This design comes from an exercise in tuning for small area, a short achievable clock period and few clock cycles per item on the open sky130 flow, not from production work.
Function was checked by simulation only, so behaviour that the tests miss may differ from the original.
Power figures rest on the tool's default switching activity, not on a simulated workload.

==> indigo <==
==> flow/design.v <==
module lseq_core (
    input  wire         clk,
    input  wire         rst,
    input  wire         start,
    output wire         ready,
    output reg          done,
    output wire [9:0]   img_addr,
    input  wire [31:0]  img_data,
    input  wire [63:0]  in_bits,
    input  wire [255:0] w_in,
    input  wire [31:0]  ltime,
    output wire [63:0]  q_bits,
    output wire [127:0] w_out,
    output wire [31:0]  exec_cost
);
    localparam [7:0] OP_LD   = 8'h01, OP_LDN  = 8'h02, OP_AND  = 8'h03,
                     OP_ANDN = 8'h04, OP_OR   = 8'h05, OP_ORN  = 8'h06,
                     OP_XOR  = 8'h07, OP_ST   = 8'h08, OP_STN  = 8'h09,
                     OP_SET  = 8'h0A, OP_RST  = 8'h0B,
                     OP_ANDP = 8'h10, OP_ORP  = 8'h11, OP_POP  = 8'h12,
                     OP_TON  = 8'h20, OP_TOF  = 8'h21, OP_TP   = 8'h22,
                     OP_CU   = 8'h28, OP_CD   = 8'h29, OP_CR   = 8'h2A,
                     OP_RISE = 8'h30, OP_FALL = 8'h31,
                     OP_LW   = 8'h38, OP_SW   = 8'h39, OP_SUBW = 8'h3A,
                     OP_ABSW = 8'h3B,
                     OP_CEQ  = 8'h40, OP_CNE  = 8'h41, OP_CLT  = 8'h42,
                     OP_CGT  = 8'h43, OP_CLE  = 8'h44, OP_CGE  = 8'h45,
                     OP_JMP  = 8'h50, OP_JMPC = 8'h51, OP_END  = 8'hFF;
    localparam [3:0] AR_I = 4'h0, AR_Q = 4'h1, AR_F = 4'h2, AR_T = 4'h3,
                     AR_C = 4'h4, AR_E = 4'h5, AR_W = 4'h6, AR_K = 4'h7,
                     AR_S = 4'h8;
    reg         busy;         
    reg         tcyc;         
    reg         jcp;          
    reg [8:0]   seqa;         
    reg [8:0]   tgt;          
    reg         xv;           
    reg [7:0]   opc;          
    reg [3:0]   area;
    reg [7:0]   addr;
    reg [31:0]  wop;          
    reg         t_ge;         
    reg [31:0]  ltr;          
    reg         acc;
    reg [31:0]  wacc;
    reg [3:0]   sp;
    reg [1:0]   stk [0:15];   
    reg [12:0]  cost;
    reg         firstcold;
    reg [63:0]  q_img;
    reg [255:0] f_img;
    reg [31:0]  wo [0:3];
    reg [31:0]  t_start [0:7];
    reg [7:0]   t_q, t_prev, t_timing, t_seen;
    reg [31:0]  c_cv [0:7];
    reg [7:0]   c_uprev, c_useen, c_dprev, c_dseen;
    reg [15:0]  e_prev, e_seen;
    assign ready     = !busy;
    assign q_bits    = q_img;
    assign w_out     = {wo[3], wo[2], wo[1], wo[0]};
    assign exec_cost = {19'd0, cost};
    wire [7:0]  f_opc  = img_data[31:24];
    wire [3:0]  f_area = img_data[23:20];
    wire [19:0] f_addr = img_data[19:0];
    wire        f_end  = (f_opc == OP_END);
    wire        f_jmp  = (f_opc == OP_JMP);
    wire        f_jmpc = (f_opc == OP_JMPC);
    wire        f_tbl  = (f_opc == OP_TON || f_opc == OP_TOF || f_opc == OP_TP ||
                          f_opc == OP_CU) ||
                         ((f_opc == OP_LW || f_opc == OP_SUBW ||
                           (f_opc >= OP_CEQ && f_opc <= OP_CGE)) && f_area == AR_K) ||
                         (f_opc >= OP_LD && f_opc <= OP_XOR && f_area == AR_C);
    wire [8:0]  cur    = !busy ? 9'd0 : (jcp && acc) ? tgt : seqa;
    wire        fetch  = busy ? !tcyc : start;
    wire        xexec  = busy && xv && !tcyc;
    reg [9:0] tbl_addr;
    always @(*) begin
        if (opc == OP_TON || opc == OP_TOF || opc == OP_TP)
            tbl_addr = {7'b1100000, addr[2:0]};           
        else if (area == AR_C)
            tbl_addr = {7'b1100001, addr[2:0]};           
        else
            tbl_addr = {2'b10, addr[7:0]};                
    end
    assign img_addr = (busy && tcyc) ? tbl_addr : {1'b0, cur};
    wire        x_sw   = xexec && (opc == OP_SW);
    wire [31:0] f_wo   = (x_sw && addr[1:0] == f_addr[1:0]) ? wacc : wo[f_addr[1:0]];
    wire [31:0] f_wop  = f_addr[15] ? f_wo : w_in[f_addr[2:0]*32 +: 32];
    wire [2:0] t_n = addr[2:0];
    wire [2:0] c_n = addr[2:0];
    wire [3:0] e_n = addr[3:0];
    wire [31:0] cv    = c_cv[c_n];
    wire        c_ge  = ($signed(cv) >= $signed(wop));
    reg sbit;
    always @(*) begin
        case (addr[3:0])
            4'h0:    sbit = 1'b1;
            4'h2:    sbit = firstcold;
            default: sbit = 1'b0;
        endcase
    end
    reg bop;
    always @(*) begin
        case (area)
            AR_I:    bop = in_bits[addr[5:0]];
            AR_Q:    bop = q_img[addr[5:0]];
            AR_F:    bop = f_img[addr[7:0]];
            AR_T:    bop = t_q[t_n];
            AR_C:    bop = c_ge;
            AR_S:    bop = sbit;
            default: bop = 1'b0;
        endcase
    end
    wire [32:0] sub_full = {wacc[31], wacc} - {wop[31], wop};
    wire [31:0] sub_sat  = (sub_full[32] != sub_full[31]) ?
                           (sub_full[32] ? 32'h8000_0000 : 32'h7FFF_FFFF) : sub_full[31:0];
    wire [31:0] abs_sat  = (wacc == 32'h8000_0000) ? 32'h7FFF_FFFF :
                           (wacc[31] ? (32'd0 - wacc) : wacc);
    wire        w_eq = (wacc == wop);
    wire        w_lt = ($signed(wacc) < $signed(wop));
    wire        t_done = t_ge;
    wire        t_pz   = (wop == 32'd0);
    reg         tn_q, tn_timing, tn_load;
    reg         t_pe;
    always @(*) begin
        tn_q = 1'b0;
        tn_timing = t_timing[t_n];
        tn_load = 1'b0;
        if (opc == OP_TON)
            t_pe = t_seen[t_n] ? t_prev[t_n] : 1'b0;
        else
            t_pe = t_seen[t_n] ? t_prev[t_n] : acc;
        case (opc)
            OP_TON: begin
                if (acc && !t_pe) begin
                    tn_load = 1'b1;
                    tn_q = t_pz;
                end else if (acc) begin
                    tn_q = t_done;
                end
            end
            OP_TOF: begin
                if (acc) begin
                    tn_q = 1'b1;
                    tn_timing = 1'b0;
                end else if (t_pe) begin
                    tn_load = 1'b1;
                    tn_timing = 1'b1;
                    tn_q = !t_pz;
                end else if (t_timing[t_n]) begin
                    tn_q = !t_done;
                    if (t_done) tn_timing = 1'b0;
                end
            end
            default: begin  
                if (t_timing[t_n]) begin
                    tn_q = !t_done;
                    if (t_done) tn_timing = 1'b0;
                end else if (acc && !t_pe) begin
                    tn_load = 1'b1;
                    tn_timing = 1'b1;
                    tn_q = !t_pz;
                end
            end
        endcase
    end
    wire        cu_pe  = c_useen[c_n] ? c_uprev[c_n] : acc;
    wire        cd_pe  = c_dseen[c_n] ? c_dprev[c_n] : acc;
    wire        cu_up  = acc && !cu_pe;
    wire        cd_dn  = acc && !cd_pe;
    wire [31:0] cv_p1  = cv + 32'd1;
    wire [31:0] cv_inc = (cv == 32'h7FFF_FFFF) ? cv : cv_p1;
    wire [31:0] cv_dec = (cv == 32'h8000_0000) ? cv : cv - 32'd1;
    wire        cu_q   = c_ge || (cu_up && cv_p1 == wop);
    wire        cv_le0 = cv[31] || (cv == 32'd0);
    wire        cd_q   = cv_le0 || (cd_dn && cv == 32'd1);
    wire e_pe = e_seen[e_n] ? e_prev[e_n] : acc;
    reg [2:0] clocks;
    always @(*) begin
        case (opc)
            OP_TON, OP_TOF, OP_TP:  clocks = 3'd6;
            OP_CU, OP_CD, OP_CR:    clocks = 3'd5;
            OP_RISE, OP_FALL,
            OP_LW, OP_SW:           clocks = 3'd3;
            OP_ABSW:                clocks = 3'd1;
            default:                clocks = 3'd2;
        endcase
    end
    wire [31:0] t_el = ltr - t_start[t_n];
    always @(posedge clk) begin
        if (rst) begin
            busy <= 1'b0;
            done <= 1'b0;
        end else begin
            done <= fetch && f_end;
            if (fetch) begin
                if (f_end) busy <= 1'b0;
                else       busy <= 1'b1;
            end
        end
    end
    always @(posedge clk) begin
        if (fetch) begin
            opc  <= f_opc;
            area <= f_area;
            addr <= f_addr[7:0];
            xv   <= !f_end;
            tcyc <= f_tbl;
            jcp  <= f_jmpc;
            tgt  <= f_addr[8:0];
            seqa <= f_jmp ? f_addr[8:0] : cur + 9'd1;
            wop  <= f_wop;
        end else if (busy && tcyc) begin
            tcyc <= 1'b0;
            wop  <= img_data;
            t_ge <= (t_el >= img_data);
        end
        if (!busy && start)
            ltr <= ltime;
    end
    always @(posedge clk) begin
        if (rst) begin
            firstcold <= 1'b1;
        end else if (fetch && f_end) begin
            firstcold <= 1'b0;
        end
    end
    integer i;
    always @(posedge clk) begin
        if (rst) begin
            q_img     <= 64'd0;
            f_img     <= 256'd0;
            for (i = 0; i < 4; i = i + 1) wo[i] <= 32'd0;
            t_q       <= 8'd0;
            t_prev    <= 8'd0;
            t_timing  <= 8'd0;
            t_seen    <= 8'd0;
            for (i = 0; i < 8; i = i + 1) c_cv[i] <= 32'd0;
            c_uprev   <= 8'd0;
            c_useen   <= 8'd0;
            c_dprev   <= 8'd0;
            c_dseen   <= 8'd0;
            e_prev    <= 16'd0;
            e_seen    <= 16'd0;
        end else if (!busy) begin
            if (start) begin
                acc   <= 1'b0;
                wacc  <= 32'd0;
                sp    <= 4'd0;
                cost  <= 13'd2404;
            end
        end else if (xexec) begin
            cost <= cost + {10'd0, clocks};
            case (opc)
                OP_LD:   acc <= bop;
                OP_LDN:  acc <= !bop;
                OP_AND:  acc <= acc & bop;
                OP_ANDN: acc <= acc & !bop;
                OP_OR:   acc <= acc | bop;
                OP_ORN:  acc <= acc | !bop;
                OP_XOR:  acc <= acc ^ bop;
                OP_ST, OP_STN, OP_SET, OP_RST: begin
                    if (opc == OP_ST || opc == OP_STN || acc) begin
                        if (area == AR_Q)
                            q_img[addr[5:0]] <= (opc == OP_ST) ? acc :
                                                (opc == OP_STN) ? !acc :
                                                (opc == OP_SET);
                        else
                            f_img[addr[7:0]] <= (opc == OP_ST) ? acc :
                                                (opc == OP_STN) ? !acc :
                                                (opc == OP_SET);
                    end
                end
                OP_ANDP, OP_ORP: begin
                    stk[sp] <= {acc, (opc == OP_ORP)};
                    sp  <= sp + 4'd1;
                    acc <= (opc == OP_ANDP);
                end
                OP_POP: begin
                    sp  <= sp - 4'd1;
                    acc <= stk[sp - 4'd1][0] ? (stk[sp - 4'd1][1] | acc)
                                             : (stk[sp - 4'd1][1] & acc);
                end
                OP_TON, OP_TOF, OP_TP: begin
                    t_q[t_n]      <= tn_q;
                    t_timing[t_n] <= tn_timing;
                    t_prev[t_n]   <= acc;
                    t_seen[t_n]   <= 1'b1;
                    if (tn_load) t_start[t_n] <= ltr;
                    acc <= tn_q;
                end
                OP_CU: begin
                    if (cu_up) c_cv[c_n] <= cv_inc;
                    c_uprev[c_n] <= acc;
                    c_useen[c_n] <= 1'b1;
                    acc <= cu_q;
                end
                OP_CD: begin
                    if (cd_dn) c_cv[c_n] <= cv_dec;
                    c_dprev[c_n] <= acc;
                    c_dseen[c_n] <= 1'b1;
                    acc <= cd_q;
                end
                OP_CR: begin
                    if (acc) c_cv[c_n] <= 32'd0;
                end
                OP_RISE, OP_FALL: begin
                    e_prev[e_n] <= acc;
                    e_seen[e_n] <= 1'b1;
                    acc <= (opc == OP_RISE) ? (acc & !e_pe) : (!acc & e_pe);
                end
                OP_LW:   wacc <= wop;
                OP_SW:   wo[addr[1:0]] <= wacc;
                OP_SUBW: wacc <= sub_sat;
                OP_ABSW: wacc <= abs_sat;
                OP_CEQ:  acc <= w_eq;
                OP_CNE:  acc <= !w_eq;
                OP_CLT:  acc <= w_lt;
                OP_CGT:  acc <= !w_lt && !w_eq;
                OP_CLE:  acc <= w_lt || w_eq;
                OP_CGE:  acc <= !w_lt;
                default: ;
            endcase
        end
    end
endmodule
==> flow/run.sh <==
#!/bin/bash
# synth_recipe.tcl (not shown) runs the flow's synth.tcl, then flattens the netlist and writes it again
# the make line also repeats each setting of config.mk as NAME=value (left out here)
make -C /OpenROAD-flow-scripts/flow DESIGN_CONFIG=/design/flow/config.mk WORK_HOME=/design/flow/orfs CLKGATE_MAP_FILE= SYNTH_SCRIPT=/design/flow/synth_recipe.tcl finish
==> flow/config.mk <==
export PLATFORM = sky130hd
export DESIGN_NAME = lseq_core
export DESIGN_NICKNAME = lseq_core
export VERILOG_FILES = /design/flow/design.v
export SDC_FILE = /design/flow/constraint.sdc
export NUM_CORES = 4
export LEC_CHECK = 0
export CAP_MARGIN = 20
export CORE_MARGIN = 2
export CORE_UTILIZATION = 40
export SLEW_MARGIN = 20
==> flow/constraint.sdc <==
create_clock -name core_clock -period 10.0 [get_ports {clk}]
set_input_delay 2.0000 -clock core_clock [delete_from_list [all_inputs] [get_ports {clk}]]
set_output_delay 2.0000 -clock core_clock [all_outputs]
set_load 0.01 [all_outputs]
==> garnet: changes against indigo <==
--- a/flow/design.v
+++ b/flow/design.v
@@ -57,2 +57,56 @@
     reg [15:0]  e_prev, e_seen;
+    function [32:0] padd(input [31:0] a, input [31:0] b, input cin);
+        reg [31:0] g, p, gn, pn;
+        integer i, d;
+        begin
+            g = a & b;
+            p = a | b;
+            for (d = 1; d < 32; d = d * 2) begin
+                for (i = 0; i < 32; i = i + 1) begin
+                    if (i >= d) begin
+                        gn[i] = g[i] | (p[i] & g[i-d]);
+                        pn[i] = p[i] & p[i-d];
+                    end else begin
+                        gn[i] = g[i];
+                        pn[i] = p[i];
+                    end
+                end
+                g = gn;
+                p = pn;
+            end
+            g = g | (p & {32{cin}});
+            padd = {g[31], (a ^ b) ^ {g[30:0], cin}};
+        end
+    endfunction
+    function [31:0] pand(input [31:0] a);
+        reg [31:0] m, mn;
+        integer i, d;
+        begin
+            m = {a[30:0], 1'b1};
+            for (d = 1; d < 32; d = d * 2) begin
+                for (i = 0; i < 32; i = i + 1)
+                    mn[i] = (i >= d) ? (m[i] & m[i-d]) : m[i];
+                m = mn;
+            end
+            pand = m;
+        end
+    endfunction
+    function [31:0] pinc(input [31:0] a);
+        pinc = a ^ pand(a);
+    endfunction
+    function [31:0] pdec(input [31:0] a);
+        pdec = a ^ pand(~a);
+    endfunction
+    function uge(input [31:0] a, input [31:0] b);
+        reg [32:0] s;
+        begin
+            s = padd(a, ~b, 1'b1);
+            uge = s[32];
+        end
+    endfunction
+    function sge(input [31:0] a, input [31:0] b);
+        begin
+            sge = uge({!a[31], a[30:0]}, {!b[31], b[30:0]});
+        end
+    endfunction
     assign ready     = !busy;
@@ -73,2 +127,4 @@
     wire [8:0]  cur    = !busy ? 9'd0 : (jcp && acc) ? tgt : seqa;
+    wire [31:0] cur_i  = pinc({23'd0, cur});
+    wire [8:0]  cur_p1 = cur_i[8:0];
     wire        fetch  = busy ? !tcyc : start;
@@ -92,3 +148,3 @@
     wire [31:0] cv    = c_cv[c_n];
-    wire        c_ge  = ($signed(cv) >= $signed(wop));
+    wire        c_ge  = sge(cv, wop);
     reg sbit;
@@ -113,9 +169,11 @@
     end
-    wire [32:0] sub_full = {wacc[31], wacc} - {wop[31], wop};
-    wire [31:0] sub_sat  = (sub_full[32] != sub_full[31]) ?
-                           (sub_full[32] ? 32'h8000_0000 : 32'h7FFF_FFFF) : sub_full[31:0];
+    wire [32:0] sub_c    = padd(wacc, ~wop, 1'b1);
+    wire [31:0] sub_s    = sub_c[31:0];
+    wire        sub_ov   = (wacc[31] != wop[31]) && (sub_s[31] != wacc[31]);
+    wire [31:0] sub_sat  = sub_ov ? (wacc[31] ? 32'h8000_0000 : 32'h7FFF_FFFF) : sub_s;
+    wire [31:0] neg_w    = pinc(~wacc);
     wire [31:0] abs_sat  = (wacc == 32'h8000_0000) ? 32'h7FFF_FFFF :
-                           (wacc[31] ? (32'd0 - wacc) : wacc);
+                           (wacc[31] ? neg_w : wacc);
     wire        w_eq = (wacc == wop);
-    wire        w_lt = ($signed(wacc) < $signed(wop));
+    wire        w_lt = sub_s[31] ^ sub_ov;
     wire        t_done = t_ge;
@@ -170,5 +228,5 @@
     wire        cd_dn  = acc && !cd_pe;
-    wire [31:0] cv_p1  = cv + 32'd1;
+    wire [31:0] cv_p1  = pinc(cv);
     wire [31:0] cv_inc = (cv == 32'h7FFF_FFFF) ? cv : cv_p1;
-    wire [31:0] cv_dec = (cv == 32'h8000_0000) ? cv : cv - 32'd1;
+    wire [31:0] cv_dec = (cv == 32'h8000_0000) ? cv : pdec(cv);
     wire        cu_q   = c_ge || (cu_up && cv_p1 == wop);
@@ -188,3 +246,5 @@
     end
-    wire [31:0] t_el = ltr - t_start[t_n];
+    wire [32:0] cost_n = padd({19'd0, cost}, {29'd0, clocks}, 1'b0);
+    wire [32:0] t_elc = padd(ltr, ~t_start[t_n], 1'b1);
+    wire [31:0] t_el  = t_elc[31:0];
     always @(posedge clk) begin
@@ -210,3 +270,3 @@
             tgt  <= f_addr[8:0];
-            seqa <= f_jmp ? f_addr[8:0] : cur + 9'd1;
+            seqa <= f_jmp ? f_addr[8:0] : cur_p1;
             wop  <= f_wop;
@@ -215,3 +275,3 @@
             wop  <= img_data;
-            t_ge <= (t_el >= img_data);
+            t_ge <= uge(t_el, img_data);
         end
@@ -252,3 +312,3 @@
         end else if (xexec) begin
-            cost <= cost + {10'd0, clocks};
+            cost <= cost_n[12:0];
             case (opc)
--- a/flow/config.mk
+++ b/flow/config.mk
@@ -10,2 +10,3 @@
 export CORE_UTILIZATION = 40
+export SETUP_SLACK_MARGIN = 4
 export SLEW_MARGIN = 20
==> amber: changes against indigo <==
--- a/flow/design.v
+++ b/flow/design.v
@@ -57,2 +57,56 @@
     reg [15:0]  e_prev, e_seen;
+    function [32:0] padd(input [31:0] a, input [31:0] b, input cin);
+        reg [31:0] g, p, gn, pn;
+        integer i, d;
+        begin
+            g = a & b;
+            p = a | b;
+            for (d = 1; d < 32; d = d * 2) begin
+                for (i = 0; i < 32; i = i + 1) begin
+                    if (i >= d) begin
+                        gn[i] = g[i] | (p[i] & g[i-d]);
+                        pn[i] = p[i] & p[i-d];
+                    end else begin
+                        gn[i] = g[i];
+                        pn[i] = p[i];
+                    end
+                end
+                g = gn;
+                p = pn;
+            end
+            g = g | (p & {32{cin}});
+            padd = {g[31], (a ^ b) ^ {g[30:0], cin}};
+        end
+    endfunction
+    function [31:0] pand(input [31:0] a);
+        reg [31:0] m, mn;
+        integer i, d;
+        begin
+            m = {a[30:0], 1'b1};
+            for (d = 1; d < 32; d = d * 2) begin
+                for (i = 0; i < 32; i = i + 1)
+                    mn[i] = (i >= d) ? (m[i] & m[i-d]) : m[i];
+                m = mn;
+            end
+            pand = m;
+        end
+    endfunction
+    function [31:0] pinc(input [31:0] a);
+        pinc = a ^ pand(a);
+    endfunction
+    function [31:0] pdec(input [31:0] a);
+        pdec = a ^ pand(~a);
+    endfunction
+    function uge(input [31:0] a, input [31:0] b);
+        reg [32:0] s;
+        begin
+            s = padd(a, ~b, 1'b1);
+            uge = s[32];
+        end
+    endfunction
+    function sge(input [31:0] a, input [31:0] b);
+        begin
+            sge = uge({!a[31], a[30:0]}, {!b[31], b[30:0]});
+        end
+    endfunction
     assign ready     = !busy;
@@ -73,2 +127,4 @@
     wire [8:0]  cur    = !busy ? 9'd0 : (jcp && acc) ? tgt : seqa;
+    wire [31:0] cur_i  = pinc({23'd0, cur});
+    wire [8:0]  cur_p1 = cur_i[8:0];
     wire        fetch  = busy ? !tcyc : start;
@@ -92,3 +148,3 @@
     wire [31:0] cv    = c_cv[c_n];
-    wire        c_ge  = ($signed(cv) >= $signed(wop));
+    wire        c_ge  = sge(cv, wop);
     reg sbit;
@@ -113,9 +169,11 @@
     end
-    wire [32:0] sub_full = {wacc[31], wacc} - {wop[31], wop};
-    wire [31:0] sub_sat  = (sub_full[32] != sub_full[31]) ?
-                           (sub_full[32] ? 32'h8000_0000 : 32'h7FFF_FFFF) : sub_full[31:0];
+    wire [32:0] sub_c    = padd(wacc, ~wop, 1'b1);
+    wire [31:0] sub_s    = sub_c[31:0];
+    wire        sub_ov   = (wacc[31] != wop[31]) && (sub_s[31] != wacc[31]);
+    wire [31:0] sub_sat  = sub_ov ? (wacc[31] ? 32'h8000_0000 : 32'h7FFF_FFFF) : sub_s;
+    wire [31:0] neg_w    = pinc(~wacc);
     wire [31:0] abs_sat  = (wacc == 32'h8000_0000) ? 32'h7FFF_FFFF :
-                           (wacc[31] ? (32'd0 - wacc) : wacc);
+                           (wacc[31] ? neg_w : wacc);
     wire        w_eq = (wacc == wop);
-    wire        w_lt = ($signed(wacc) < $signed(wop));
+    wire        w_lt = sub_s[31] ^ sub_ov;
     wire        t_done = t_ge;
@@ -170,5 +228,5 @@
     wire        cd_dn  = acc && !cd_pe;
-    wire [31:0] cv_p1  = cv + 32'd1;
+    wire [31:0] cv_p1  = pinc(cv);
     wire [31:0] cv_inc = (cv == 32'h7FFF_FFFF) ? cv : cv_p1;
-    wire [31:0] cv_dec = (cv == 32'h8000_0000) ? cv : cv - 32'd1;
+    wire [31:0] cv_dec = (cv == 32'h8000_0000) ? cv : pdec(cv);
     wire        cu_q   = c_ge || (cu_up && cv_p1 == wop);
@@ -188,3 +246,5 @@
     end
-    wire [31:0] t_el = ltr - t_start[t_n];
+    wire [32:0] cost_n = padd({19'd0, cost}, {29'd0, clocks}, 1'b0);
+    wire [32:0] t_elc = padd(ltr, ~t_start[t_n], 1'b1);
+    wire [31:0] t_el  = t_elc[31:0];
     always @(posedge clk) begin
@@ -210,3 +270,3 @@
             tgt  <= f_addr[8:0];
-            seqa <= f_jmp ? f_addr[8:0] : cur + 9'd1;
+            seqa <= f_jmp ? f_addr[8:0] : cur_p1;
             wop  <= f_wop;
@@ -215,3 +275,3 @@
             wop  <= img_data;
-            t_ge <= (t_el >= img_data);
+            t_ge <= uge(t_el, img_data);
         end
@@ -252,3 +312,3 @@
         end else if (xexec) begin
-            cost <= cost + {10'd0, clocks};
+            cost <= cost_n[12:0];
             case (opc)
==> notes <==
In synthesized area, amber and garnet do not differ. The lowest worst setup slack belongs to indigo, the highest to garnet. Against amber, the hold slack of garnet is better by 0.0030 ns. The lowest sequential share of layout area belongs to garnet, the highest to indigo. Via count: indigo is smaller than amber (1.1%). Die area: garnet is larger than indigo (1.2%). Core utilization, highest first: indigo, garnet, amber. In flip-flop and latch count, amber and garnet do not differ. In amber the total power is higher than in indigo, by about 0.2%. Clock skew: indigo < garnet < amber.
==> figures <==
                                                                        amber                   indigo                   garnet
Worst-skew pair later-pin latency                                       0.80 ns                  0.81 ns                  0.80 ns
Final period util                                                         0.627                    0.659                    0.584
Met1 Track Usage GR                                                       0.411                    0.435                    0.412
Multi-input combinational gate total                                       4677                     4555                     4677
Layout inverter count without the clock tree                                221                      150                      221
Final-layout clock buffer total                                             178                      185                      175
Fraction of area in registers                                             0.414                    0.418                    0.414
Path depth of the worst reg2reg path                                         25                       25                       24
Largest clock skew in the final design                                0.0506 ns                0.0455 ns                0.0495 ns
Number of gates on the worst path with buffers counted                       25                       25                        6
Result of the run                                       complete, no violations  complete, no violations  complete, no violations
Multi-input logic portion of the cell area                                0.394                    0.392                    0.394
Quantity of gates resized following cts                                       0                        0                        3
CTS Buf Count                                                               139                      139                      138
ANT cells                                                                     5                       21                        4
Overall power consumption                                              13500 uW                 13400 uW                 13400 uW
Max stage delay on crit path                                            0.56 ns                  0.84 ns                  0.89 ns
Detailed-route wire length per cell                                     28.6 um                  29.8 um                  28.5 um
Fillers                                                                   15300                    15200                    15300
Tap Cells                                                                  2204                     2189                     2204
Multi-input gate area                                               0.0315 mm^2              0.0311 mm^2              0.0315 mm^2
Testbench counts of indigo, summed over its fixed seeds: cycles 145,925, items 1,920.
Testbench counts of garnet, summed over its fixed seeds: cycles 145,925, items 1,920.
Testbench counts of amber, summed over its fixed seeds: cycles 145,925, items 1,920.

==> re-timing with driven ports <==
The results above use ideal ports. As a check the final layouts listed here were re-extracted and re-timed, cells and wires unchanged. Step 1 assumes that a clkbuf_16 drives the clock port and a buf_2 every other input. Step 2 also shifts input and output timing later by t, the mid clock arrival at the registers, as if the neighbouring blocks saw the same clock. a / b / c = ideal / step 1 / step 2; a / b = the first two.
run	t (ns)	slack for setup (ns)	hold WS [ns]	worst setup path at the end	latest minus earliest clock arrival (ns)
indigo	0.875	3.409 / 3.377 / 3.409	0.444 / 0.444 / 0.444	register to register	0.054 / 0.054
garnet	0.865	4.164 / 4.083 / 4.223	0.451 / 0.451 / 0.451	input to register	0.065 / 0.065
amber	0.862	3.727 / 3.727 / 3.727	0.448 / 0.448 / 0.448	register to register	0.053 / 0.054
After both steps setup and hold are still met in every run listed.
